This is an optimization exercise on Yosys and OpenROAD, whose aim is small area, not a production implementation. Only simulation tests tie the RTL to the original design; equivalence was not proved. Power figures rest on the tool's default switching activity, not on a simulated workload.

File: flow/config.mk
export PLATFORM = sky130hd
export DESIGN_NAME = cop1_fpu
export DESIGN_NICKNAME = cop1_fpu
export VERILOG_FILES = /design/flow/design.v
export SDC_FILE = /design/flow/constraint.sdc
export NUM_CORES = 4
export LEC_CHECK = 0
export CAP_MARGIN = 20
export CORE_MARGIN = 2
export CORE_UTILIZATION = 40
export SLEW_MARGIN = 20
File: flow/constraint.sdc
create_clock -name core_clock -period 22.0 [get_ports {clk}]
set_input_delay 4.4000 -clock core_clock [delete_from_list [all_inputs] [get_ports {clk}]]
set_output_delay 4.4000 -clock core_clock [all_outputs]
set_load 0.01 [all_outputs]
File: flow/design.v
module cop1_fpu (
    input  wire        clk,
    input  wire        rst,
    input  wire        in_valid,
    output wire        in_ready,
    input  wire [4:0]  in_func,
    input  wire [1:0]  in_rm,
    input  wire [31:0] in_a,
    input  wire [31:0] in_b,
    output wire        out_valid,
    output wire [31:0] out_result,
    output wire [4:0]  out_flags
);
    localparam S_IDLE  = 5'd0,  S_OUT   = 5'd1,  S_ALIGN = 5'd2,  S_ADD   = 5'd3,
               S_MNORM = 5'd4,  S_MUL   = 5'd5,  S_DNORM = 5'd6,  S_DIV   = 5'd7,
               S_SNORM = 5'd8,  S_SPAR  = 5'd9,  S_SQ1   = 5'd10, S_SQ2   = 5'd11,
               S_QLD   = 5'd12, S_INEG  = 5'd13, S_FSH   = 5'd14, S_FRND  = 5'd15,
               S_NORM  = 5'd16, S_RSH   = 5'd17, S_RND   = 5'd18, S_POST  = 5'd19,
               S_PACK  = 5'd20;
    reg  [4:0]  st;
    reg  [4:0]  op;
    reg  [1:0]  rm;
    reg  [31:0] X;
    reg  [2:0]  G;
    reg  [26:0] Y;
    reg  [25:0] Z;
    reg  signed [9:0] E;
    reg  [4:0]  cnt;
    reg         sgn, swp, effsub, tiny;
    reg  [4:0]  flg;
    wire [34:0] W = {X, G};
    assign in_ready   = (st == S_IDLE) | (st == S_OUT);
    assign out_valid  = (st == S_OUT);
    assign out_result = X;
    assign out_flags  = flg;
    wire accept = in_valid & in_ready;
    wire [4:0]  f   = in_func;
    wire        sa  = in_a[31];
    wire        sbi = in_b[31];
    wire [7:0]  ea  = in_a[30:23];
    wire [7:0]  eb  = in_b[30:23];
    wire [22:0] fa  = in_a[22:0];
    wire [22:0] fb  = in_b[22:0];
    wire        ha  = |ea;
    wire        hb  = |eb;
    wire        fa_nz = |fa;
    wire        fb_nz = |fb;
    wire        nan_a  = (&ea) & fa_nz;
    wire        nan_b  = (&eb) & fb_nz;
    wire        inf_a  = (&ea) & ~fa_nz;
    wire        inf_b  = (&eb) & ~fb_nz;
    wire        zero_a = ~ha & ~fa_nz;
    wire        zero_b = ~hb & ~fb_nz;
    wire        snan_a = nan_a & ~fa[22];
    wire        snan_b = nan_b & ~fb[22];
    wire        any_nan  = nan_a | nan_b;
    wire        any_snan = snan_a | snan_b;
    wire [7:0]  ea1 = {ea[7:1], ea[0] | ~ha};
    wire [7:0]  eb1 = {eb[7:1], eb[0] | ~hb};
    wire [23:0] ma  = {ha, fa};
    wire [23:0] mb  = {hb, fb};
    wire f_add  = (f[4:1] == 4'b0000);
    wire f_mul  = (f == 5'h02);
    wire f_div  = (f == 5'h03);
    wire f_sqrt = (f == 5'h04);
    wire f_i2f  = (f[4:1] == 4'b1000);
    wire f_f2i  = (f[4:1] == 4'b1001);
    wire mag_lt = in_a[30:0] < in_b[30:0];
    wire mag_eq = in_a[30:0] == in_b[30:0];
    wire both_zero = zero_a & zero_b;
    wire lt_total = (sa & ~sbi) |
                    (~sa & ~sbi & mag_lt) |
                    (sa & sbi & ~mag_lt & ~mag_eq);
    wire eq  = ((sa == sbi) & mag_eq) | both_zero;
    wire lt  = lt_total & ~both_zero;
    wire [31:0] vmin = nan_a ? (nan_b ? 32'h7fc00000 : in_b) : nan_b ? in_a : (lt_total ? in_a : in_b);
    wire [31:0] vmax = nan_a ? (nan_b ? 32'h7fc00000 : in_b) : nan_b ? in_a : (lt_total ? in_b : in_a);
    wire sub_a  = ~ha & fa_nz;
    wire norm_a = ha & ~(&ea);
    wire [9:0] cls = {nan_a & fa[22], snan_a,
                      ~sa & inf_a, ~sa & norm_a, ~sa & sub_a, ~sa & zero_a,
                       sa & zero_a, sa & sub_a, sa & norm_a, sa & inf_a};
    wire sb_eff  = sbi ^ f[0];
    wire eff_in  = sa ^ sb_eff;
    wire sr      = sa ^ sbi;
    wire swp_in  = f_add & mag_lt;
    reg        hit;
    reg [31:0] ires;
    reg [4:0]  ifl;
    always @* begin
        hit  = 1'b1;
        ires = 32'h7fc00000;
        ifl  = 5'b0;
        if (f_add) begin
            if (any_nan)
                ifl = {any_snan, 4'b0};
            else if (inf_a & inf_b & eff_in)
                ifl = 5'b10000;
            else if (inf_a)
                ires = {sa, 8'hff, 23'h0};
            else if (inf_b)
                ires = {sb_eff, 8'hff, 23'h0};
            else
                hit = 1'b0;
        end else if (f_mul) begin
            if (any_nan)
                ifl = {any_snan, 4'b0};
            else if ((inf_a & zero_b) | (zero_a & inf_b))
                ifl = 5'b10000;
            else if (inf_a | inf_b)
                ires = {sr, 8'hff, 23'h0};
            else if (zero_a | zero_b)
                ires = {sr, 31'b0};
            else
                hit = 1'b0;
        end else if (f_div) begin
            if (any_nan)
                ifl = {any_snan, 4'b0};
            else if ((inf_a & inf_b) | both_zero)
                ifl = 5'b10000;
            else if (inf_a)
                ires = {sr, 8'hff, 23'h0};
            else if (zero_b) begin
                ires = {sr, 8'hff, 23'h0};
                ifl  = 5'b01000;
            end else if (zero_a | inf_b)
                ires = {sr, 31'b0};
            else
                hit = 1'b0;
        end else if (f_sqrt) begin
            if (nan_a)
                ifl = {snan_a, 4'b0};
            else if (zero_a)
                ires = in_a;
            else if (sa)
                ifl = 5'b10000;
            else if (inf_a)
                ires = in_a;
            else
                hit = 1'b0;
        end else if (f_i2f) begin
            ires = 32'b0;
            hit  = (in_a == 32'b0);
        end else if (f_f2i) begin
            ires = 32'b0;
            if (nan_a)
                ifl = 5'b10000;
            else if (!f[0]) begin
                if (ea >= 8'd158) begin
                    if (sa && ea == 8'd158 && !fa_nz)
                        ires = 32'h80000000;
                    else begin
                        ires = sa ? 32'h80000000 : 32'h7fffffff;
                        ifl  = 5'b10000;
                    end
                end else
                    hit = 1'b0;
            end else begin
                if (ea >= 8'd159) begin
                    ires = sa ? 32'h0 : 32'hffffffff;
                    ifl  = 5'b10000;
                end else if (sa) begin
                    if (zero_a)
                        ifl = 5'b0;
                    else if (ea >= 8'd127)
                        ifl = 5'b10000;
                    else case (in_rm)
                        2'd0:    ifl = (ea == 8'd126 && fa_nz) ? 5'b10000 : 5'b00001;
                        2'd2:    ifl = 5'b10000;
                        default: ifl = 5'b00001;
                    endcase
                end else
                    hit = 1'b0;
            end
        end else begin
            ires = 32'b0;
            case (f)
                5'h05: begin ires = vmin; ifl = {any_snan, 4'b0}; end
                5'h06: begin ires = vmax; ifl = {any_snan, 4'b0}; end
                5'h08: ires = {1'b0, in_a[30:0]};
                5'h09: ires = {~sa, in_a[30:0]};
                5'h18: begin ires = {31'b0, ~any_nan & eq};        ifl = {any_snan, 4'b0}; end
                5'h19: begin ires = {31'b0, ~any_nan & lt};        ifl = {any_nan, 4'b0};  end
                5'h1a: begin ires = {31'b0, ~any_nan & (lt | eq)}; ifl = {any_nan, 4'b0};  end
                5'h1b: begin ires = {31'b0, any_nan};              ifl = {any_snan, 4'b0}; end
                5'h1c: ires = {22'b0, cls};
                default: ;
            endcase
        end
    end
    wire [7:0] eA = swp_in ? eb1 : ea1;
    wire [7:0] eB = swp_in ? ea1 : eb1;
    reg  [9:0] e_init;
    always @* begin
        if (f_add)       e_init = {2'b0, eA} - {2'b0, eB};
        else if (f_mul)  e_init = {2'b0, ea1} + {2'b0, eb1} - 10'd150;
        else if (f_div)  e_init = {2'b0, ea1} - {2'b0, eb1} + 10'd127;
        else if (f_sqrt) e_init = {2'b0, ea1} + 10'd127;
        else if (f_i2f)  e_init = 10'd150;
        else             e_init = {2'b0, ea1};
    end
    wire [9:0]  d_add  = e_init;
    wire [4:0]  cnt_init = f_add ? ((d_add > 10'd26) ? 5'd26 : d_add[4:0]) : 5'd26;
    wire [31:0] x_init = f_i2f ? in_a : (f_mul | f_sqrt) ? 32'b0 : {8'b0, ma};
    wire [26:0] y_init = {f_sqrt ? ma : mb, 3'b000};
    wire [25:0] z_init = f_mul ? {2'b0, ma} : 26'b0;
    wire        s_init = f_add ? (swp_in ? sb_eff : sa) :
                         (f_mul | f_div) ? sr :
                         f_i2f ? (~f[0] & sa) :
                         f_sqrt ? 1'b0 : sa;
    reg  [4:0] st_init;
    always @* begin
        if (hit)         st_init = S_OUT;
        else if (f_add)  st_init = S_ALIGN;
        else if (f_mul)  st_init = S_MNORM;
        else if (f_div)  st_init = S_DNORM;
        else if (f_sqrt) st_init = S_SNORM;
        else if (f_i2f)  st_init = S_INEG;
        else             st_init = S_FSH;
    end
    wire o_f2i_u = op[0];
    wire r_g   = G[2];
    wire r_st  = G[1] | G[0];
    wire r_nx  = r_g | r_st;
    reg  r_up;
    always @* begin
        case (rm)
            2'd0:    r_up = r_g & (r_st | X[0]);
            2'd1:    r_up = 1'b0;
            2'd2:    r_up = sgn & r_nx;
            default: r_up = ~sgn & r_nx;
        endcase
    end
    wire sq_y = Y[26];
    reg         inva, invb, cin;
    reg  [34:0] bsrc;
    always @* begin
        inva = 1'b0;
        invb = 1'b0;
        cin  = 1'b0;
        bsrc = {8'b0, Y};
        case (st)
            S_ADD: begin
                inva = effsub & swp;
                invb = effsub & ~swp;
                cin  = effsub;
            end
            S_DIV: begin
                invb = 1'b1;
                cin  = 1'b1;
            end
            S_SQ2: begin
                bsrc = {8'b0, Z, ~sq_y};
                invb = 1'b1;
                cin  = 1'b1;
            end
            S_INEG: begin
                inva = 1'b1;
                bsrc = 35'b0;
                cin  = 1'b1;
            end
            S_RND: begin
                bsrc = {31'b0, r_up, 3'b0};
            end
            S_FRND: begin
                inva = sgn & ~o_f2i_u;
                bsrc = {31'b0, r_up ^ inva, 3'b0};
            end
            default: ;
        endcase
    end
    wire [35:0] sum = {1'b0, W ^ {35{inva}}} + {1'b0, bsrc ^ {35{invb}}} + {35'b0, cin};
    wire        cout = sum[35];
    wire x_hi   = |X[31:24];
    wire w_zero = (W == 35'b0);
    wire z_zero = (Z == 26'b0);
    wire carry0 = (&X[23:0]) & r_up;
    wire to_inf = (rm == 2'd0) | ((rm == 2'd2) & sgn) | ((rm == 2'd3) & ~sgn);
    always @(posedge clk) begin
        if (rst) begin
            st <= S_IDLE;
        end else begin
            case (st)
                S_IDLE, S_OUT: begin
                    if (accept) begin
                        op     <= f;
                        rm     <= in_rm;
                        X      <= hit ? ires : x_init;
                        G      <= 3'b0;
                        Y      <= y_init;
                        Z      <= z_init;
                        E      <= f_add ? {2'b0, eA} : e_init;
                        cnt    <= cnt_init;
                        sgn    <= s_init;
                        swp    <= swp_in;
                        effsub <= eff_in;
                        flg    <= hit ? ifl : 5'b0;
                        st     <= st_init;
                    end else
                        st <= S_IDLE;
                end
                S_ALIGN: begin
                    if (cnt != 5'd0) begin
                        if (swp) {X, G} <= {1'b0, W[34:2], W[1] | W[0]};
                        else     Y      <= {1'b0, Y[26:2], Y[1] | Y[0]};
                        cnt <= cnt - 5'd1;
                    end else
                        st <= S_ADD;
                end
                S_ADD: begin
                    {X, G} <= sum[34:0];
                    st     <= S_NORM;
                end
                S_MNORM: begin
                    if (!Y[26]) begin
                        Y <= {Y[25:0], 1'b0};
                        E <= E - 10'sd1;
                    end else
                        st <= S_MUL;
                end
                S_MUL: begin
                    if (z_zero)
                        st <= S_NORM;
                    else begin
                        if (Z[0]) {X, G} <= {1'b0, sum[34:2], sum[1] | sum[0]};
                        else      {X, G} <= {1'b0, W[34:2], W[1] | W[0]};
                        Z <= {1'b0, Z[25:1]};
                        E <= E + 10'sd1;
                    end
                end
                S_DNORM: begin
                    if (!X[23] || !Y[26]) begin
                        if (!X[23]) {X, G} <= {W[33:0], 1'b0};
                        if (!Y[26]) Y <= {Y[25:0], 1'b0};
                        E <= E + {{9{~X[23] & Y[26]}}, X[23] ^ Y[26]};
                    end else begin
                        cnt <= 5'd25;
                        st  <= S_DIV;
                    end
                end
                S_DIV: begin
                    {X, G} <= cout ? {sum[33:0], 1'b0} : {W[33:0], 1'b0};
                    Z      <= {Z[24:0], cout};
                    cnt    <= cnt - 5'd1;
                    if (cnt == 5'd0) st <= S_QLD;
                end
                S_SNORM: begin
                    if (!Y[26]) begin
                        Y <= {Y[25:0], 1'b0};
                        E <= E - 10'sd1;
                    end else
                        st <= S_SPAR;
                end
                S_SPAR: begin
                    if (!E[0]) Y <= {1'b0, Y[26:1]};
                    E   <= E >>> 1;
                    cnt <= 5'd25;
                    st  <= S_SQ1;
                end
                S_SQ1: begin
                    {X, G} <= {W[33:0], sq_y};
                    Y      <= {Y[25:0], 1'b0};
                    st     <= S_SQ2;
                end
                S_SQ2: begin
                    {X, G} <= cout ? {sum[33:0], ~sq_y} : {W[33:0], sq_y};
                    Y      <= {Y[25:0], 1'b0};
                    Z      <= {Z[24:0], cout};
                    cnt    <= cnt - 5'd1;
                    st     <= (cnt == 5'd0) ? S_QLD : S_SQ1;
                end
                S_QLD: begin
                    X  <= {8'b0, Z[25:2]};
                    G  <= {Z[1], Z[0], ~w_zero};
                    st <= S_NORM;
                end
                S_INEG: begin
                    if (sgn) {X, G} <= sum[34:0];
                    st <= S_NORM;
                end
                S_FSH: begin
                    if (E > 10'sd150) begin
                        {X, G} <= {W[33:0], 1'b0};
                        E <= E - 10'sd1;
                    end else if (E < 10'sd150 && cnt != 5'd0) begin
                        {X, G} <= {1'b0, W[34:2], W[1] | W[0]};
                        E   <= E + 10'sd1;
                        cnt <= cnt - 5'd1;
                    end else
                        st <= S_FRND;
                end
                S_FRND: begin
                    X   <= sum[34:3];
                    flg <= {4'b0, r_nx};
                    st  <= S_OUT;
                end
                S_NORM: begin
                    if (w_zero) begin
                        if (effsub) sgn <= (rm == 2'd2);
                        st <= S_PACK;
                    end else if (x_hi) begin
                        {X, G} <= {1'b0, W[34:2], W[1] | W[0]};
                        E <= E + 10'sd1;
                    end else if (!X[23] && (E > 10'sd1 || X[22])) begin
                        {X, G} <= {W[33:0], 1'b0};
                        E <= E - 10'sd1;
                    end else if (E < 10'sd1) begin
                        tiny <= !((E == 10'sd0) && carry0);
                        cnt  <= 5'd26;
                        st   <= S_RSH;
                    end else begin
                        tiny <= 1'b0;
                        st   <= S_RND;
                    end
                end
                S_RSH: begin
                    if (E < 10'sd1 && cnt != 5'd0) begin
                        {X, G} <= {1'b0, W[34:2], W[1] | W[0]};
                        E   <= E + 10'sd1;
                        cnt <= cnt - 5'd1;
                    end else
                        st <= S_RND;
                end
                S_RND: begin
                    {X, G} <= sum[34:0];
                    flg    <= {3'b0, tiny & r_nx, r_nx};
                    st     <= S_POST;
                end
                S_POST: begin
                    if (X[24]) begin
                        X <= {1'b0, X[31:1]};
                        E <= E + 10'sd1;
                    end
                    st <= S_PACK;
                end
                S_PACK: begin
                    if (E >= 10'sd255) begin
                        X   <= to_inf ? {sgn, 8'hff, 23'h0} : {sgn, 8'hfe, 23'h7fffff};
                        flg <= 5'b00101;
                    end else
                        X <= {sgn, X[23] ? E[7:0] : 8'h00, X[22:0]};
                    st <= S_OUT;
                end
                default: st <= S_IDLE;
            endcase
        end
    end
endmodule
File: flow/run.sh
#!/bin/bash
# synth_recipe.tcl (not shown) runs the flow's synth.tcl, then flattens the netlist and writes it again
# the make line also repeats each setting of config.mk as NAME=value (left out here)
make -C /OpenROAD-flow-scripts/flow DESIGN_CONFIG=/design/flow/config.mk WORK_HOME=/design/flow/orfs CLKGATE_MAP_FILE= SYNTH_SCRIPT=/design/flow/synth_recipe.tcl finish
==> summary.txt <==
[critical path: stages]
cell             delay [ns]
clkdlybuf4s50_1        0.76
clkinv_1               0.35
ha_1                   0.43
nand4bb_1              0.38
nor4_4                 0.49
o21ai_1                0.27
nand2_1                0.42
inv_1                  0.18
a21oi_1                0.18
ha_1                   0.17
inv_1                  0.06
ha_1                   0.30
a21oi_1                0.09
nor2b_1                0.16
a41oi_1                0.23
o21ai_1                0.12
nor4_2                 0.19
nand4b_1               0.13
or4_4                  0.54
o2111ai_2              0.17
o32ai_1                0.14
[through the flow]
stage          utilization [%]  std cells  hold slack (ns)
6_report                  45.7       2973            0.639
2_1_floorplan                -       2348            0.562
5_1_grt                   45.7       2973            0.669
3_3_place_gp              44.3       2939            0.610
4_1_cts                   45.6       2971            0.635
3_5_place_dp              44.3       2939            0.622
[layout by cell type (no fill, tap or decap), drive strengths merged, types with 27 or more instances in the layout]
| master | Yosys | layout |
|---|---|---|
| nand4 | 27 | 27 |
| clkdlybuf4s50 | 0 | 112 |
| ha | 107 | 107 |
| mux2i | 67 | 67 |
| a21o | 29 | 29 |
| a21oi | 226 | 226 |
| edfxtp | 115 | 115 |
| nand3 | 97 | 97 |
| buf | 54 | 53 |
| nor3 | 56 | 56 |
| a22oi | 38 | 38 |
| a211oi | 36 | 36 |
| a221o | 67 | 67 |
| a222oi | 30 | 30 |
| inv | 121 | 127 |
| a31oi | 32 | 32 |
| a221oi | 36 | 36 |
| nor4 | 40 | 40 |
| nor2 | 173 | 173 |
| nand2 | 219 | 219 |
| xnor2 | 114 | 114 |
| o21ai | 155 | 155 |
[sequential cells by signal, summed over array words and instances (netlist names)]
register  flops
E            10
Z            26
rm            2
flg           5
st            5
Y            27
op            1
sgn           1
G             3
X            32
swp           1
cnt           5
tiny          1
effsub        1
[cell families (layout without fill, tap and decap cells)]
| group | count (synthesis) | after routing |
|---|---|---|
| and+or+nand+nor | 764 | 764 |
| xor gates and xnor gates | 132 | 132 |
| buffers and inverters | 290 | 322 |
| DFF | 120 | 120 |
| other | 0 | 1 |
| muxes | 72 | 72 |
| adders and majority gates | 113 | 113 |
| AOI/OAI and AO/OA | 857 | 857 |
[power groups by stage]
stage	Sequential [mW]	Combinational, mW	Clock (mW)
6_report	0.579	1.79	0.293
2_1_floorplan	0.499	1.18	0
4_1_cts	0.568	1.73	0.293
5_1_grt	0.587	1.91	0.303
3_3_place_gp	0.572	1.71	0
3_5_place_dp	0.572	1.72	0
[worst paths after layout]
| path | startpoint | endpoint | slack (ns) | depth (start not counted) |
|---|---|---|---|---|
| hold / removal | tiny | flg[1] | 0.64 | 2 |
| setup / recovery | in_a[28] | cnt[2] | 12.00 | 21 |
| hold reg to reg | tiny | flg[1] | 0.64 | 2 |
| setup reg to reg | st[2] | X[29] | 15.72 | 22 |
[cell type report]
type                    instances  share of cell area (%)
multi-input cells            1938                    65.8
flip-flops and latches        120                    17.6
repair buffers                165                    7.59
well taps                     592                    3.67
inverters                     125                    2.33
clock buffers                  18                    2.13
clock inverters                14                   0.819
diodes                          1                  0.0124
[per-layer routing]
metal	vias up	share of wire, %	GRT usage (%)
met3	172	13	7.83
met2	1508	42	49.0
met5	-	0.016	0
met1	9793	42	48.1
met4	2	3.4	11.5
li1	9067	-	-
==> summary.txt <==
relative slew slack=about a quarter; Post-CTS Setup Bufs=0; worst-path fanout max=12; I/O pin cnt=113; synth warn=1; Setup Crit Path Kind=input pin to flip-flop; vias per cell=approximately 6.9; top cell type's share of synthesized area=around a fifth; initial antenna violation count=2; syn_area_per_cell=between 7 and 8 µm²; clock power share=11.0%; # DRC=0; Reg area=between 0.003 and 0.004 mm²; adder-cell area share of the yosys netlist=slightly above 8%; Synth Cell Area=0.0179 mm²; WP data arrival=slightly above 10 ns; wire per inst=roughly 27 µm; CTS tree=built; cell taking the most area after synthesis=edfxtp_1; library cells used by synthesis=roughly 100; status=timing/DRC/antenna clean; Clock Skews=0.0103 ns; main combinational cell family by area after synthesis=compound AO/OA/AOI/OAI gates; most common cell in the synthesized netlist=a21oi_1; post-route ant nets=0; final worst-path cycle share=a little under half; main area contributors after synthesis=edfxtp_1 19%, ha_1 7.5%, a21oi_1 6.3%; core area=around 0.044 mm²; largest net degree at the start of global routing=72; number of synthesized flops with an enable pin=around 120; PnR worst setup slack=approximately 12 ns; # rows=just under 80; sequential fraction of the synthesis area=around 20%; Multi-input gate area=between 0.01 and 0.015 mm²; worst hold path class=flip-flop to flip-flop; Comb power frac=67.2%; NumNets Final=roughly 2600; Setup TNS=0 ns; Max Freq=roughly 100 MHz; Initial DRT Pass Iterations=8; fin area=0.0202 mm²; share of post-route cells with drive strength above 1=6.18%; Worst VDD drop=75.9 µV; complex-gate fraction of the synthesized area=between 30% and 40%; Worst-Skew Late Latency=~0.45 ns; Cells after Synth=about 2300; CTS Root Cell=clkbuf_16; Die Area=0.0463 mm²; CP startpoint kind=input pin; Worst-path clk slew=~0.06 ns; Post-Route WL=just over 80000 µm; switching part of the total=between 50 and 60%; Total GRT Usage=33.6%; Async SR Flop Fraction=0%; Port Buffers=roughly 110; MaxCap Viol Count=0; total grt overflow=0; Pins Over Slew Limit=0; Synth top cells by count=226 x a21oi_1, 218 x nand2_1, 173 x nor2_1; leakage=7.64 nW; post-DP HPWL=~61000 µm; fill count=between 4000 and 5000; Area Overhead vs Synth=13.0%; post-layout power=between 2 and 3 mW; Simple-Gate Fraction of Synth Area=between 20 and 25%; Hold Vio Cnt, Final=0; global-route wire length before repair=about 120000 µm; NetSw=roughly 1.4 mW; GPL Wtd Cong=0.978; Num CTS Buffers=17; vias=between 20000 and 25000; htree depth=4; vias in the first global route=between 15000 and 20000; Iter 0 DRT Violations=roughly 3500; # setup viols final=0; RSZ-0062 raised after global routing=false; power share of the sequential group=21.8%; multiplexer area fraction after synthesis=around 4.1%; Worst-Margin Slew=roughly 1.1 ns; Cell Area, Placed=about 0.020 mm²; cts repair resizes=0; hold_buf cts=0; Post-Synthesis Net Count=between 2000 and 3000; Clock Path Buffers=2; DIE HEIGHT=~220 µm; #FFs+latches synth=120; pre-CTS WS=roughly 12 ns; P_int=roughly 1.2 mW; DIE WIDTH=215 µm; endpoint type of the worst setup path=flip-flop; Synth Area in XOR/XNOR=about 6.6%; Power Density=approximately 130 mW/mm²; Top FF cell, synth=edfxtp_1; Tmin final=10.00 ns; total clock sinks=120; worst endpoint required time=~22 ns; effective utilization at floorplan=between 40% and 50%

port drivers added, routing unchanged:
The flow's constraints put no driver on any port. The routed layout listed below was extracted and timed again, unchanged, in two steps.
Step 1 (the two cells are an assumption about what drives the block):
set clk [get_ports {clk}]
set_driving_cell -lib_cell sky130_fd_sc_hd__clkbuf_16 $clk
set_driving_cell -lib_cell sky130_fd_sc_hd__buf_2 [delete_from_list [all_inputs] $clk]
Step 2 times the ports against the registers' clock, not the clock port: input delays grow and output delays shrink by t, the midpoint of the rising clock arrivals with the driver on.
Slacks: ideal / step 1 / step 2; pairs: ideal / step 1.
t, ns: 0.498
slack for setup (ns): 12.000 / 11.993 / 11.495
latest minus earliest clock arrival (ns): 0.010 / 0.010
worst register clock-pin slew, ns: 0.07 / 0.07
After both steps setup and hold are still met in this run. For this run, drivers alone change the setup slack by -0.007 ns; drivers and shift together by -0.505 ns.
